This design comes from an exercise in tuning for small area, a short achievable clock period and few clock cycles on the open sky130 flow, not from production work.
In this exercise RTL edits were held to simulation tests only and were not proved equivalent to the original. The clock port is modelled as an ideal driver; clocking choices that lean on that would not hold on a real chip.

==> flow/design.v, too long to show whole: its modules and the start of the top module <==
// module be_rank: 1198 lines
module be_rank #(
    parameter N  = 32,
    parameter IW = 5                  
) (
    input  wire          clk,
    input  wire          rst,         
    input  wire [1:0]    cfg_mode,
    input  wire          cfg_sigma_neg,    
    input  wire [7:0]    cfg_wv,
    input  wire [7:0]    cfg_wh,
    input  wire [7:0]    cfg_wt,
    input  wire [7:0]    cfg_wl,
    input  wire [3:0]    cfg_shift,
    input  wire [15:0]   cfg_vrefc,
    input  wire [7:0]    cfg_tavgp,        
    input  wire          in_valid,
    output wire          in_ready,
    input  wire          in_last,
    input  wire [15:0]   in_vcap,
    input  wire [7:0]    in_temp,          
    input  wire [9:0]    in_life,
    input  wire          in_ins,           
    input  wire          in_obs,           
    output wire          out_valid,
    input  wire          out_ready,
    output wire          out_last,
    output wire          out_unranked,
    output wire [IW-1:0] out_rank,
    output wire [15:0]   out_score
);
  // ...
==> flow/flow/run.sh <==
#!/bin/bash
# Standard layout, with the port buffers made from buf_2 cells and clock
# tree synthesis without dummy loads.
set -euo pipefail
export BUFFER_PORTS_ARGS="-buffer_cell sky130_fd_sc_hd__buf_2"
export CTS_ARGS="-sink_clustering_enable -repair_clock_nets -sink_clustering_size 30 -sink_clustering_max_diameter 150 -dont_use_dummy_load"
bash standard.sh > standard.log 2>&1
==> flow/standard.sh <==
#!/bin/bash
# synth_recipe.tcl (not shown) runs the flow's synth.tcl, then flattens the netlist and writes it again
# the make line also repeats each setting of config.mk as NAME=value (left out here)
make -C /OpenROAD-flow-scripts/flow DESIGN_CONFIG=/design/flow/config.mk WORK_HOME=/design/flow/orfs CLKGATE_MAP_FILE= SYNTH_SCRIPT=/design/flow/synth_recipe.tcl "${@:-finish}"
==> flow/config.mk <==
export PLATFORM = sky130hd
export DESIGN_NAME = be_rank
export DESIGN_NICKNAME = be_rank
export VERILOG_FILES = /design/flow/design.v
export SDC_FILE = /design/flow/constraint.sdc
export NUM_CORES = 4
export LEC_CHECK = 0
export CAP_MARGIN = 5
export CORE_MARGIN = 2
export CORE_UTILIZATION = 65
export CTS_CLUSTER_DIAMETER = 60
export CTS_CLUSTER_SIZE = 30
export SLEW_MARGIN = 5
==> flow/constraint.sdc <==
create_clock -name core_clock -period 27.0 [get_ports {clk}]
set_input_delay 5.4000 -clock core_clock [delete_from_list [all_inputs] [get_ports {clk}]]
set_output_delay 5.4000 -clock core_clock [all_outputs]
set_load 0.01 [all_outputs]
==> run summary, run 1 <==
Yosys top cell by area dfxtp_1; Syn Area/Cell 10.8 sq um; Max Cap Viol 0; hold wc startpoint rl[12]$_DFF_P_; Most used DFF post-synth dfxtp_1; max layer used met4; Syn-to-layout area delta 4.96%; vias in the first global route 43000; hold endpoint rl[13]$_DFF_P_; placer congestion estimate 0.899; fin crit period 6.64 ns; Multi-input gate area 0.0310 sq mm; Slowest cell on crit path edfxtp_1; outcome timing/DRC/antenna clean; post-CTS setup buffers 0; non-filler instance count after layout 7390; hold_buf cts 0; Mapped Cells 6090; via count 43600; global routing's busiest layer met2; Final clock-cell share 0.0200; met3 WL post-DR 7480 um; Final Cell Area 0.0690 sq mm; Seq/Total Area, Yosys 0.483; DIE AREA 0.104 sq mm; layout cells sized above 1 0.0630; Final Hold Viols 0; Critical Path RT 21.60 ns; Signal buffers 203; Mapped Area 0.0657 sq mm; Initial Utilization 0.656; GRT met2 Usage 0.501; most frequent cell after synthesis dfxtp_1; setup ws final 20.36 ns; core footprint 0.100 sq mm; Crit Reg-Reg Endpoint acc_off[25]$_SDFFCE_PN0P_; Worst setup startpoint ob_d[13]$_DFFE_PP_; Nets 6708; overall global routing resource usage 0.301; Post-Synth Adder-Cell Area 0.187
Testbench counts, summed over its fixed seeds: cycles 12,576.
==> run 2: changes to the inputs <==
--- a/flow/design.v
+++ b/flow/design.v
@@ -44,36 +44,39 @@
     reg  [15:0]  j_vrefc;
     reg  [7:0]   j_tavgp;
     reg          l_v, l_last, l_ins, l_obs;
     reg  [15:0]  l_vcap;
     reg  [7:0]   l_temp;
     reg  [9:0]   l_life;
     reg  [4:0]   l_idx;
     wire acc = in_valid & rdy_q;
+    wire l_en, k_en;
     assign in_ready = rdy_q;
     always @(posedge clk) begin
         if (rdy_q & first_exp) begin
             j_mode  <= cfg_mode;
             j_sneg  <= cfg_sigma_neg;
             j_wv    <= (cfg_mode == 2'd2) ? 8'd0 : cfg_wv;
             j_wh    <= (cfg_mode == 2'd2) ? 8'd0 : cfg_wh;
             j_wt    <= cfg_mode[0] ^ cfg_mode[1] ? 8'd0 : cfg_wt;
             j_wl    <= cfg_mode[0] ^ cfg_mode[1] ? 8'd0 : cfg_wl;
             j_shift <= cfg_shift;
             j_vrefc <= cfg_vrefc;
             j_tavgp <= cfg_tavgp;
         end
-        l_last <= in_last;
-        l_ins  <= in_ins;
-        l_obs  <= in_obs;
-        l_vcap <= in_vcap;
-        l_temp <= in_temp;
-        l_life <= in_life;
-        l_idx  <= idx_c;
+        if (l_en) begin
+            l_last <= in_last;
+            l_ins  <= in_ins;
+            l_obs  <= in_obs;
+            l_vcap <= in_vcap;
+            l_temp <= in_temp;
+            l_life <= in_life;
+            l_idx  <= idx_c;
+        end
     end
     wire m2 = (j_mode == 2'd2);
     wire s  = j_sneg;
     wire [7:0] wv_e = j_wv;
     wire [7:0] wh_e = j_wh;
     wire [7:0] wt_e = j_wt;
     wire [7:0] wl_e = j_wl;
     wire signed [16:0] xv = $signed({s, l_vcap ^ {16{s}}});
@@ -648,20 +651,22 @@
     wire kt_565 = (kt_469 & kt_516) | (kt_469 & kt_515) | (kt_516 & kt_515);
     wire kt_566 = kt_471 ^ kt_518 ^ kt_517;
     wire kt_567 = (kt_471 & kt_518) | (kt_471 & kt_517) | (kt_518 & kt_517);
     assign ka_n = {1'b1, kt_519, kt_566, kt_564, kt_562, kt_560, kt_558, kt_556, kt_554, kt_552, kt_550, kt_548, kt_546, kt_544, kt_542, kt_540, kt_538, kt_536, kt_534, kt_532, kt_530, kt_528, kt_526, kt_524, kt_522, kt_472};
     assign kb_n = {1'b0, kt_567, kt_565, kt_563, kt_561, kt_559, kt_557, kt_555, kt_553, kt_551, kt_549, kt_547, kt_545, kt_543, kt_541, kt_539, kt_537, kt_535, kt_533, kt_531, kt_529, kt_527, kt_525, kt_523, kt_521, kt_520};
     reg  [KW-1:0] ka, kb;
     reg           k_v, k_last, k_obs;
     always @(posedge clk) begin
-        ka     <= ka_n;
-        kb     <= kb_n;
-        k_last <= l_last;
-        k_obs  <= l_obs;
+        if (k_en) begin
+            ka     <= ka_n;
+            kb     <= kb_n;
+            k_last <= l_last;
+            k_obs  <= l_obs;
+        end
     end
     wire [KW-1:0] k_sum;
     wire ka_0 = ka[0] & kb[0];
     wire ka_1 = ka[1] & kb[1];
     wire ka_2 = ka[2] & kb[2];
     wire ka_3 = ka[3] & kb[3];
     wire ka_4 = ka[4] & kb[4];
     wire ka_5 = ka[5] & kb[5];
@@ -847,37 +852,36 @@
     wire ka_185 = ka_46 ^ ka_152;
     wire ka_186 = ka_47 ^ ka_154;
     wire ka_187 = ka_48 ^ ka_156;
     wire ka_188 = ka_49 ^ ka_158;
     wire ka_189 = ka_50 ^ ka_160;
     wire ka_190 = ka_51 ^ ka_162;
     assign k_sum = {ka_190, ka_189, ka_188, ka_187, ka_186, ka_185, ka_184, ka_183, ka_182, ka_181, ka_180, ka_179, ka_178, ka_177, ka_176, ka_175, ka_174, ka_173, ka_172, ka_171, ka_170, ka_169, ka_168, ka_167, ka_166, ka_26};
     wire [KW-1:0] k_new = k_obs ? k_sum : KMAX;
-    reg  [KW:0]  x0, x1, x2, x3;   
-    reg  [3:0]   xv_q;             
+    reg  [KW:0]  x0, x1;           
+    reg  [1:0]   xv_q;             
     wire [KW:0]  xin = {k_last, k_new};
     wire         ins;              
     always @(posedge clk) begin
         if (ins) begin
             x0 <= xv_q[1] ? x1 : xin;
-            x1 <= xv_q[2] ? x2 : xin;
-            x2 <= xv_q[3] ? x3 : xin;
-            x3 <= xin;
+            x1 <= xin;
         end else begin
             if (!xv_q[0]) x0 <= xin;
             if (!xv_q[1]) x1 <= xin;
-            if (!xv_q[2]) x2 <= xin;
-            if (!xv_q[3]) x3 <= xin;
         end
     end
-    wire [2:0] xcnt = {2'b0, xv_q[0]} + {2'b0, xv_q[1]} + {2'b0, xv_q[2]}
-                      + {2'b0, xv_q[3]};
-    wire [2:0] xc1  = xcnt + {2'b0, k_v} - {2'b0, ins};    
-    wire [2:0] xk1  = xc1 + {2'b0, l_v};                    
+    wire       x_room = ~xv_q[1] | ins;
+    wire       k_mv   = k_v & x_room;               
+    assign     k_en   = ~k_v | x_room;
+    assign     l_en   = ~l_v | k_en;
+    wire [2:0] xcnt = {2'b0, xv_q[0]} + {2'b0, xv_q[1]};
+    wire [2:0] xc1  = xcnt + {2'b0, k_mv} - {2'b0, ins};   
+    wire [2:0] ncell = xcnt + {2'b0, k_v} + {2'b0, l_v} - {2'b0, ins};
     reg  [KW-1:0] rk [0:31];    
     reg  [4:0]    rr [0:31];    
     reg  [31:0]   rl;           
     wire [KW-1:0] xk    = x0[KW-1:0];
     wire          xlast = x0[KW];
     wire [30:0]   lt;           
     wire [KW-1:0] xs_n = ~{~xk[KW-1], xk[KW-2:0]};
     genvar g;
@@ -1127,45 +1131,43 @@
                     acc_full <= 1'b0;
                 end
             end
         end
     end
     wire fe1 = acc ? in_last : first_exp;
     wire jb0 = jbusy & ~off_done;
     wire jb1 = (acc & first_exp) | jb0;
-    wire rdy_a0 = (xk1 <= 3'd3) & ~(first_exp & jb0);
-    wire rdy_a1 = (xk1 <= 3'd2);
+    wire rdy_a0 = (ncell <= 3'd3) & ~(first_exp & jb0);
+    wire rdy_a1 = (ncell <= 3'd2);
     wire rdy_b1 = first_exp | jb0;
     wire rdy_n  = (in_valid & rdy_q) ? (rdy_a1 & ~(in_last & rdy_b1)) : rdy_a0;
     always @(posedge clk) begin
         if (rst) begin
             rdy_q     <= 1'b1;
             first_exp <= 1'b1;
             idx_c     <= 5'd0;
             jbusy     <= 1'b0;
             l_v       <= 1'b0;
             k_v       <= 1'b0;
         end else begin
             rdy_q     <= rdy_n;
             first_exp <= fe1;
             if (acc) idx_c <= in_last ? 5'd0 : idx_c + 5'd1;
             jbusy     <= jb1;
-            l_v       <= acc;
-            k_v       <= l_v;
+            if (l_en) l_v <= acc;
+            if (k_en) k_v <= l_v;
         end
         if (rst_q) begin
-            xv_q      <= 4'd0;
+            xv_q      <= 2'd0;
         end else begin
             case (xc1)
-                3'd0:    xv_q <= 4'b0000;
-                3'd1:    xv_q <= 4'b0001;
-                3'd2:    xv_q <= 4'b0011;
-                3'd3:    xv_q <= 4'b0111;
-                default: xv_q <= 4'b1111;
+                3'd0:    xv_q <= 2'b00;
+                3'd1:    xv_q <= 2'b01;
+                default: xv_q <= 2'b11;
             endcase
         end
     end
     wire [KW-1:0]        k31   = rk[31];
     wire                 unobs = (k31 == KMAX);
     wire signed [KW-1:0] diff  = $signed(k31) - $signed(o_off);
     wire signed [KW-1:0] shd   = diff >>> o_shift;
     wire [15:0]          sat   = (shd > 32767)  ? 16'h7fff :
==> flow/config.mk (replaced) <==
export PLATFORM = sky130hd
export DESIGN_NAME = be_rank
export DESIGN_NICKNAME = be_rank
export VERILOG_FILES = /design/flow/design.v
export SDC_FILE = /design/flow/constraint.sdc
export NUM_CORES = 4
export LEC_CHECK = 0
export CAP_MARGIN = 20
export CORE_MARGIN = 2
export CORE_UTILIZATION = 65
export CTS_CLUSTER_DIAMETER = 60
export CTS_CLUSTER_SIZE = 30
export SLEW_MARGIN = 20
==> run 2 against run 1 <==
Compared with the run above: still clean; die area decreased by 3.1%; maximum frequency decreased by 0.86%; worst hold slack got worse by 0.053 ns; largest cell class unchanged.
==> run summary, run 2 <==
vias in the first global route 41100 (-4.5%); layout cells sized above 1 0.0658 (+0.00276); CTS Buf Count 53; flops & latches, synth 1425; Top Registers rk x832, rr x160, rl x32; worst-path cell chain mux4_2 -> mux2i_1 -> buf_4 -> nor2_1 -> fa_1 -> ha_1 -> inv_1 -> fa_1 -> nor2b_1 -> o21ai_0 -> a21oi_1 -> o21ai_0 -> a21boi_0 -> o21ai_0 -> a21boi_0 -> o21ai_0 -> a211oi_1 -> a311oi_1 -> o311ai_0 -> a21o_1 -> a21oi_1 -> xor2_1 -> nor2_1; setup_tns 0 ns; relative slew slack 0.285; die width 317 um; yosys warns 3; Max Cap Viol 0 (unchanged); most numerous cell on the critical path o21ai_0; Top delay family on crit path compound AO/OA/AOI/OAI gates; Final Skew 0.0808 ns; Most used DFF post-synth dfxtp_1; hold_buf cts 0 (unchanged); Slowest cell on crit path edfxtp_1; Critical Path RT 27.45 ns (+5.85 ns); grt ovf 0; worst path arrival time 7.15 ns; Final Cycle Share 0.248; most frequent cell after synthesis dfxtp_1; Seq/Total Area, Yosys 0.496 (+0.0129); pin count of the biggest net entering global routing 64; DIE AREA 0.100 sq mm (-3.1%); crit-path max cell delay 0.73 ns; max reg flops 832; hold wc startpoint rk[26][14]$_DFF_P_; io pins 129; PortBufs 128; CTS Sinks 1425; global routing's busiest layer met2; Yosys top cell area share 0.353; post-CTS sizing 0; chip height 317 um; via count 41400 (-5.2%); Syn-to-layout area delta 5.27%; Final Hold Viols 0 (unchanged); Commonest cells post-synth dfxtp_1 (1122), inv_1 (487), maj3_1 (316); highest clock rate 0.149 GHz; nature of the critical path startpoint flip-flop; hold endpoint rk[27][14]$_DFF_P_; most frequent cells in the layout dfxtp_1 (1121), inv_1 (487), maj3_1 (316), fa_1 (312), edfxtp_1 (303); Syn Area/Cell 11.1 sq um (+2.5%); Yosys top cell by area dfxtp_1; Synth Net Count 6369; drt drc 0; antenna violations before repair 5; GRT met2 Usage 0.505 (+0.00418); DR WL/cell 20.6 um; commonest non-fill, non-tap cell in the layout dfxtp_1; Initial Utilization 0.657 (+0.000866); Crit Path Max Fanout 18; Hold Crit Class flip-flop to flip-flop; Mapped Cells 5756 (-5.5%); Crit Path Category flip-flop to flip-flop; CTS Buffer Depth 3; Post-synth EDFFs 303; Worst R2R Start j_wv[7]$_SDFFCE_PN0P_; Routed WL 145000 um; Mapped Area 0.0636 sq mm (-3.2%); placer congestion estimate 0.899 (about the same); first-pass GRT wire length 231000 um; vias per cell 5.85; post-detail-place hpwl 110000 um; r2r setup slk 20.30 ns; Slew @ Worst Pin 1.07 ns; async set or reset register ratio after synthesis 0; synth top area cells dfxtp_1 (35%), edfxtp_1 (14%), fa_1 (9.8%); CP Capture Type flip-flop; Clk Latency, worst-skew pair 0.72 ns; worst r2r path cells 23; overall global routing resource usage 0.294 (-0.00764); TritonCTS clock tree done; GR Util met1 0.395; RSZ-0062 raised after global routing no; Reg clk slew, reported paths 0.11 ns; outcome timing/DRC/antenna clean; Slew Limit Fails 0; Post-DRT Antenna Nets 0; post-CTS setup buffers 0 (unchanged); fin crit period 6.70 ns (+0.0573 ns); Crit Reg-Reg Endpoint acc_off[23]$_SDFFCE_PN0P_; Nets 6406 (-4.5%); Top reg by flops rk; Detailed Route Iter0 Violations 3111; crit path buf inv count 2; Clock Tree Root clkbuf_16; H-tree levels 2; core footprint 0.0969 sq mm (-3.3%); row count 114; Distinct cells, synth 83; met3 GRT Util 0.0355; Final setup violation count 0; hold path cells 0; WHS 0.278 ns; Pre-antenna DRT Iters 5
-- run 2: worst max-delay path by stage --
stage,startpoint,end,slack (ns),cells past startpoint
final,j_wv[7]$_SDFFCE_PN0P_,acc_off[23]$_SDFFCE_PN0P_,20.30,23
after global routing,j_wv[6]$_SDFFCE_PN0P_,acc_off[23]$_SDFFCE_PN0P_,19.83,23
after CTS,rdy_q$_SDFF_PP1_,in_ready,20.29,1
after detailed placement,j_wv[6]$_SDFFCE_PN0P_,acc_off[23]$_SDFFCE_PN0P_,20.28,23
after global placement,cfg_mode[0],j_wh[0]$_SDFFCE_PN0P_,20.45,4
after floorplan,out_ready,ob_d[0]$_DFFE_PP_,20.58,1
-- run 2: layer usage --
layer | vias to the layer above | part of all wire
met3 | 202 | 0.051
met5 | - | 0
met2 | 978 | 0.49
met1 | 20400 | 0.44
li1 | 19800 | -
met4 | 0 | 0.024
-- run 2: cell families (layout without fill, tap and decap cells) --
group                    Yosys count  after routing  share of synthesized area
other                              0              3                          0
XOR/XNOR                         221            221                     0.0304
multiplexers                      67             67                     0.0135
flip-flops                      1425           1425                      0.496
AO/OA/AOI/OAI                   1045           1045                      0.110
buffers and inverters            721            756                     0.0426
adder cells (fa/ha/maj)          861            861                      0.193
AND/OR/NAND/NOR                 1416           1416                      0.115
-- run 2: through the flow --
stage	instances	cell area (sq um)	util	setup WS, ns
finish	7070	67000	0.692	20.30
global route	7067	67000	0.691	19.83
CTS	7067	67000	0.691	20.29
detailed placement	7014	65600	0.678	20.28
global placement	7013	65600	0.678	20.45
floorplan	5756	63600	-	20.58
-- run 2: final cells by class --
cell class              count  area, sq um
multi-input cells        3610        29400
flip-flops and latches   1425        31600
clock buffers              53         1330
inverters                 500         1880
well taps                1276         1600
repair buffers            203         1220
diodes                      3         7.51
fillers                  7387        29900
Testbench counts of run 2, summed over its fixed seeds: cycles 12,576.

## port drivers added, routing unchanged
How much do the figures lean on ideal ports? The routed layouts below were timed once more, with nothing changed but the port constraints. Step 1 assumes that a clkbuf_16 drives the clock port and a buf_2 every other input. Step 2 adds t to the input delays and takes it off the output delays; t is the mean of the earliest and latest rising clock arrival at the registers after step 1. Input paths then give back, and output paths get back, about the clock's delay inside the block. Three values: ideal ports, drivers, drivers and shift; two values: the first two.
run | t (ns) | slack for setup (ns) | worst hold slack (ns)
run 1 | 0.756 | 20.359 / 20.285 / 20.283 | 0.331 / 0.331 / 0.331
run 2 | 0.750 | 20.302 / 20.276 / 20.302 | 0.278 / 0.278 / 0.278
After both steps every run listed still meets setup and hold. For run 1, which loses most, drivers alone change the setup slack by -0.074 ns; drivers and shift together by -0.076 ns.
